Background: an optimization exercise with open tools, aiming at small area, a short achievable clock period and few clock cycles. Do not read the settings as production practice. At most, simulation tests tie the RTL to the original design; equivalence was not proved.

==> flow/design.v <==
module rill_cost (
    input  wire        clk,
    input  wire        rst,         
    input  wire        in_valid,
    output wire        in_ready,
    input  wire [11:0] in_data,
    input  wire        in_lg,       
    input  wire        in_last,     
    output reg         grp_valid,
    output reg  [3:0]  grp_k0,
    output reg  [3:0]  grp_k1,
    output reg  [3:0]  grp_k2,
    output reg         res_valid,
    output reg  [1:0]  res_pred,
    output reg  [15:0] res_len
);
    assign in_ready = 1'b1;
    reg        r_rst;
    reg        r_v;
    reg        r_lg;
    reg        r_last;
    reg [11:0] r_x;
    always @(posedge clk) begin
        r_rst  <= rst;
        r_v    <= in_valid;
        r_lg   <= in_lg;
        r_last <= in_last;
        r_x    <= in_data;
    end
    wire v = r_v & ~r_rst;
    reg        in_blk;       
    reg        cur_lg;       
    reg        fresh;        
    reg [11:0] x0;           
    reg [11:0] xp1;          
    reg [11:0] xp2;          
    reg [3:0]  gc;           
    wire ns = v & (~in_blk | (r_lg != cur_lg));    
    wire vr = v & ~ns;                              
    wire [3:0] gc_base = fresh ? 4'd0 : gc;
    wire       gdone   = vr & ((gc_base == 4'd15) | r_last);
    wire [12:0] e0 = {1'b0, r_x} - {1'b0, x0};
    wire [12:0] e1 = {1'b0, r_x} - {1'b0, xp1};
    wire [13:0] e2 = {2'b0, r_x} + {2'b0, xp2} - {1'b0, xp1, 1'b0};
    wire [13:0] z0 = {1'b0, {e0[11:0], 1'b0} ^ {13{e0[12]}}};
    wire [13:0] z1 = {1'b0, {e1[11:0], 1'b0} ^ {13{e1[12]}}};
    wire [13:0] z2 = {e2[12:0], 1'b0} ^ {14{e2[13]}};
    function [4:0] code_bits(input [13:0] zz, input integer k);
        reg [13:0] q;
        begin
            q = zz >> k;
            if (q < 16) code_bits = q[4:0] + 5'd1 + k;
            else        code_bits = 5'd30;
        end
    endfunction
    wire [7:0] acc [0:41];
    genvar gp, gk;
    generate
        for (gp = 0; gp < 3; gp = gp + 1) begin : g_p
            wire [13:0] zp = (gp == 0) ? z0 : (gp == 1) ? z1 : z2;
            for (gk = 0; gk < 14; gk = gk + 1) begin : g_k
                if (gp < 2 && gk == 13) begin : g_fix
                    assign acc[gp*14+gk] = 8'd0;
                end else begin : g_acc
                    reg  [7:0] a;
                    wire [4:0] cb  = vr ? code_bits(zp, gk) : 5'd0;
                    wire [7:0] av = fresh ? 8'd0 : a;
                    wire [7:0] bv = {3'd0, cb};
                    wire [8:0] c;
                    wire [7:0] s;
                    assign c[0] = 1'b0;
                    genvar gb;
                    for (gb = 0; gb < 8; gb = gb + 1) begin : g_b
                        assign s[gb]   = av[gb] ^ bv[gb] ^ c[gb];
                        assign c[gb+1] = (av[gb] & bv[gb]) | (c[gb] & (av[gb] ^ bv[gb]));
                    end
                    if ((gp < 2 && gk >= 11) || gk == 13) begin : g_nosat
                        always @(posedge clk) a <= s;
                    end else begin : g_sat
                        always @(posedge clk) a <= s | {8{c[8]}};
                    end
                    assign acc[gp*14+gk] = a;
                end
            end
        end
    endgenerate
    reg cl;      
    reg res2;    
    reg ns2;     
    reg last2;   
    always @(posedge clk) begin
        if (r_rst) begin
            in_blk <= 1'b0;
            cur_lg <= 1'b0;
            fresh  <= 1'b1;
            gc     <= 4'd0;
            cl     <= 1'b0;
            res2   <= 1'b0;
            ns2    <= 1'b0;
            last2  <= 1'b0;
        end else begin
            cl    <= gdone | (ns & ~fresh);
            res2  <= vr;
            ns2   <= ns;
            last2 <= v & r_last;
            gc    <= gc_base + {3'd0, vr};
            if (ns)      fresh <= 1'b1;
            else if (vr) fresh <= gdone;
            if (v) begin
                in_blk <= ~r_last;
                cur_lg <= r_lg;
            end
        end
        if (v) begin
            xp1 <= r_x;
            xp2 <= ns ? r_x : xp1;
            if (ns) x0 <= r_x;
        end
    end
    function [21:0] argmin14(input [111:0] c, input [13:0] en);    
        reg [13:0] cand, b;
        reg [7:0]  mv;
        reg        any0;
        integer i, j;
        begin
            cand = en;
            for (j = 7; j >= 0; j = j - 1) begin
                for (i = 0; i < 14; i = i + 1) b[i] = c[i*8+j];
                any0  = |(cand & ~b);
                mv[j] = ~any0;
                cand  = cand & ~(b & {14{any0}});
            end
            argmin14 = {cand, mv};
        end
    endfunction
    function [3:0] first14(input [13:0] m);
        integer i;
        begin
            first14 = 4'd0;
            for (i = 13; i >= 0; i = i - 1)
                if (m[i]) first14 = i;
        end
    endfunction
    wire [111:0] cost0, cost1, cost2;
    generate
        for (gk = 0; gk < 13; gk = gk + 1) begin : g_cost
            assign cost0[gk*8 +: 8] = acc[gk];
            assign cost1[gk*8 +: 8] = acc[14+gk];
        end
        for (gk = 0; gk < 14; gk = gk + 1) begin : g_cost2
            assign cost2[gk*8 +: 8] = acc[28+gk];
        end
    endgenerate
    assign cost0[111:104] = 8'd0;
    assign cost1[111:104] = 8'd0;
    wire [21:0] am0 = argmin14(cost0, 14'h1fff);
    wire [21:0] am1 = argmin14(cost1, 14'h1fff);
    wire [21:0] am2 = argmin14(cost2, 14'h3fff);
    reg        res3;         
    reg        ns3;          
    reg        last3;        
    reg [7:0]  mv0, mv1, mv2;        
    reg [13:0] bm0, bm1, bm2;        
    always @(posedge clk) begin
        if (r_rst) begin
            res3      <= 1'b0;
            ns3       <= 1'b0;
            last3     <= 1'b0;
        end else begin
            res3      <= res2;
            ns3       <= ns2;
            last3     <= last2;
        end
        bm0 <= am0[21:8];
        bm1 <= am1[21:8];
        bm2 <= am2[21:8];
        mv0 <= (cl & ~r_rst) ? am0[7:0] : 8'd0;
        mv1 <= (cl & ~r_rst) ? am1[7:0] : 8'd0;
        mv2 <= (cl & ~r_rst) ? am2[7:0] : 8'd0;
    end
    wire       cl3 = |mv0;
    always @(posedge clk) begin
        grp_valid <= cl3 & ~r_rst;
        grp_k0 <= first14(bm0);
        grp_k1 <= first14(bm1);
        grp_k2 <= first14(bm2);
    end
    function [14:0] radd15(input [14:0] x, input [14:0] y);
        reg c;
        integer i;
        begin
            c = 1'b0;
            for (i = 0; i < 15; i = i + 1) begin
                radd15[i] = x[i] ^ y[i] ^ c;
                c = (x[i] & y[i]) | (c & (x[i] ^ y[i]));
            end
        end
    endfunction
    reg        start;        
    reg        fin;          
    reg [14:0] tot0, tot1, tot2;     
    reg [12:0] dq;           
    reg [7:0]  cq;           
    always @(posedge clk) begin
        if (r_rst) begin
            start <= 1'b1;
            fin   <= 1'b0;
        end else begin
            start <= last3;
            fin   <= last3;
        end
        tot0 <= radd15(start ? 15'd0 : tot0, {7'd0, mv0});
        tot1 <= radd15(start ? 15'd0 : tot1, {7'd0, mv1});
        tot2 <= radd15(start ? 15'd0 : tot2, {7'd0, mv2});
        dq   <= (start ? 13'd0 : dq) + (res3 ? 13'd3 : 13'd0) - (cl3 ? 13'd1 : 13'd0);
        cq   <= (start ? 8'd0 : cq) + (ns3 ? 8'd3 : 8'd0) + (cl3 ? 8'd1 : 8'd0);
    end
    wire [14:0] st = {dq, 2'b00};
    wire        s01 = tot1 < tot0;
    wire [14:0] m01 = s01 ? tot1 : tot0;
    wire        s23 = st < tot2;
    wire [14:0] m23 = s23 ? st : tot2;
    wire        sf  = m23 < m01;
    wire [14:0] mn  = sf ? m23 : m01;
    always @(posedge clk) begin
        res_valid <= fin & ~r_rst;
        res_pred <= sf ? {1'b1, s23} : {1'b0, s01};
        res_len  <= {1'b0, mn} + {6'd0, cq, 2'b00};
    end
endmodule
export LEC_CHECK = 0
export ABC_AREA = 1
export CAP_MARGIN = 20
export CORE_MARGIN = 2
export CORE_UTILIZATION = 40
export CTS_CLUSTER_DIAMETER = 80
export CTS_CLUSTER_SIZE = 30
export SLEW_MARGIN = 20
create_clock -name core_clock -period 42.0 [get_ports {clk}]
standard.sh (not shown) runs the stock make flow with config.mk's settings and CLKGATE_MAP_FILE= SYNTH_SCRIPT=/design/flow/synth_recipe.tcl, a recipe that flattens the netlist after the stock synthesis.
==> flow/flow/run.sh <==
#!/bin/bash
set -euo pipefail
HERE=$(pwd)
R=$HERE/orfs/results/sky130hd/rill_cost/base
ARGS=("BUFFER_PORTS_ARGS=-buffer_cell sky130_fd_sc_hd__buf_2"
      SETUP_SLACK_MARGIN=32.5 TNS_END_PERCENT=100)

bash standard.sh "${ARGS[@]}" synth > standard_synth.log 2>&1

cp "$R/1_2_yosys.v" "$HERE/standard_synth.v"
YOSYS=yosys
[[ -x "$FLOW_HOME/../tools/install/yosys/bin/yosys" ]] && YOSYS="$FLOW_HOME/../tools/install/yosys/bin/yosys"
DONT_USE=$(sed -n '/^export DONT_USE_CELLS/,/^$/p' "$FLOW_HOME/platforms/sky130hd/config.mk" | grep -o 'sky130_fd_sc_hd__[a-z0-9_]*' | tr '\n' ' ')
LIB_FILE="$FLOW_HOME/platforms/sky130hd/lib/sky130_fd_sc_hd__tt_025C_1v80.lib" \
STD_NETLIST="$HERE/standard_synth.v" OUT_NETLIST="$R/1_2_yosys.v" TOP="$FLOW_TOP" \
DONT_USE="$DONT_USE" ABC_D=6500 ABC_SCRIPT="$HERE/flow/remap.abc" \
    "$YOSYS" -c "$HERE/flow/remap.tcl" > remap.log 2>&1
rm -f "$R/1_synth.odb" "$R/1_synth.sdc"

bash standard.sh "${ARGS[@]}" finish > standard_finish.log 2>&1
Other scripts of this flow, unchanged in this note and not shown: flow/flow/remap.abc, flow/flow/remap.tcl
Testbench counts at the start, summed over its fixed seeds: cycles 81,576.
==> next run, changes <==
--- a/flow/design.v
+++ b/flow/design.v
@@ -117,28 +117,31 @@
             if (ns) x0 <= r_x;
         end
     end
-    function [21:0] argmin14(input [111:0] c, input [13:0] en);    
-        reg [13:0] cand, b;
+    function [11:0] argmin14(input [111:0] c, input [13:0] en);    
+        reg [13:0] cand, bh, bl;
         reg [7:0]  mv;
-        reg        any0;
+        reg        ah, al, x0, x1;
+        reg [3:0]  k;
         integer i, j;
         begin
             cand = en;
-            for (j = 7; j >= 0; j = j - 1) begin
-                for (i = 0; i < 14; i = i + 1) b[i] = c[i*8+j];
-                any0  = |(cand & ~b);
-                mv[j] = ~any0;
-                cand  = cand & ~(b & {14{any0}});
-            end
-            argmin14 = {cand, mv};
-        end
-    endfunction
-    function [3:0] first14(input [13:0] m);
-        integer i;
-        begin
-            first14 = 4'd0;
+            for (j = 7; j >= 1; j = j - 2) begin
+                for (i = 0; i < 14; i = i + 1) begin
+                    bh[i] = c[i*8+j];
+                    bl[i] = c[i*8+j-1];
+                end
+                ah = |(cand & ~bh);
+                x0 = |(cand & ~bh & ~bl);
+                x1 = |(cand & ~bl);
+                al = ah ? x0 : x1;
+                mv[j]   = ~ah;
+                mv[j-1] = ~al;
+                cand = cand & ~(bh & {14{ah}}) & ~(bl & {14{al}});
+            end
+            k = 4'd0;
             for (i = 13; i >= 0; i = i - 1)
-                if (m[i]) first14 = i;
+                if (cand[i]) k = i;
+            argmin14 = {k, mv};
         end
     endfunction
     wire [111:0] cost0, cost1, cost2;
@@ -153,14 +156,14 @@
     endgenerate
     assign cost0[111:104] = 8'd0;
     assign cost1[111:104] = 8'd0;
-    wire [21:0] am0 = argmin14(cost0, 14'h1fff);
-    wire [21:0] am1 = argmin14(cost1, 14'h1fff);
-    wire [21:0] am2 = argmin14(cost2, 14'h3fff);
+    wire [11:0] am0 = argmin14(cost0, 14'h1fff);
+    wire [11:0] am1 = argmin14(cost1, 14'h1fff);
+    wire [11:0] am2 = argmin14(cost2, 14'h3fff);
     reg        res3;         
     reg        ns3;          
     reg        last3;        
     reg [7:0]  mv0, mv1, mv2;        
-    reg [13:0] bm0, bm1, bm2;        
+    reg [3:0]  bk0, bk1, bk2;        
     always @(posedge clk) begin
         if (r_rst) begin
             res3      <= 1'b0;
@@ -171,9 +174,9 @@
             ns3       <= ns2;
             last3     <= last2;
         end
-        bm0 <= am0[21:8];
-        bm1 <= am1[21:8];
-        bm2 <= am2[21:8];
+        bk0 <= am0[11:8];
+        bk1 <= am1[11:8];
+        bk2 <= am2[11:8];
         mv0 <= (cl & ~r_rst) ? am0[7:0] : 8'd0;
         mv1 <= (cl & ~r_rst) ? am1[7:0] : 8'd0;
         mv2 <= (cl & ~r_rst) ? am2[7:0] : 8'd0;
@@ -181,9 +184,9 @@
     wire       cl3 = |mv0;
     always @(posedge clk) begin
         grp_valid <= cl3 & ~r_rst;
-        grp_k0 <= first14(bm0);
-        grp_k1 <= first14(bm1);
-        grp_k2 <= first14(bm2);
+        grp_k0 <= bk0;
+        grp_k1 <= bk1;
+        grp_k2 <= bk2;
     end
     function [14:0] radd15(input [14:0] x, input [14:0] y);
         reg c;
After rerunning: The changed run went through all stages and came out clean. Utilization is about the same. Non-clock buffer count came out higher by 10. Routed wire length came out higher by 11%. Clock skew came out lower by 7.8 ps. Maximum frequency hardly moves. Setup slack is better by 21 ps. Synthesized area came out higher by 2.2%.
Only the layout flow was run in the second run of this note; the RTL was not checked for function there.

static timing again, ports no longer ideal:
Ports are ideal in the flow. The routed layouts listed here were re-timed in OpenROAD. Step 1, drivers: a clkbuf_16 drives clk and a buf_2 each remaining input, both assumed. Step 2 moves the port delays by t, midway between the first and last clock arrival at a register: inputs arrive t later, outputs are due t later. That takes back most of the time a late clock gives input paths. Three values: no drivers, after step 1, after step 2; two values: the first two.
run | t, ns | setup WS [ns] | worst hold slack (ns) | worst setup path at the end | cell pins on the clock port's net
the first run | 0.659 | 32.513 / 32.450 / 32.833 | 0.449 / 0.449 / 0.449 | register to register | 1
the second run | 0.671 | 32.534 / 32.464 / 33.008 | 0.331 / 0.331 / 0.331 | register to register | 1
After both steps setup and hold are still met in every run listed.
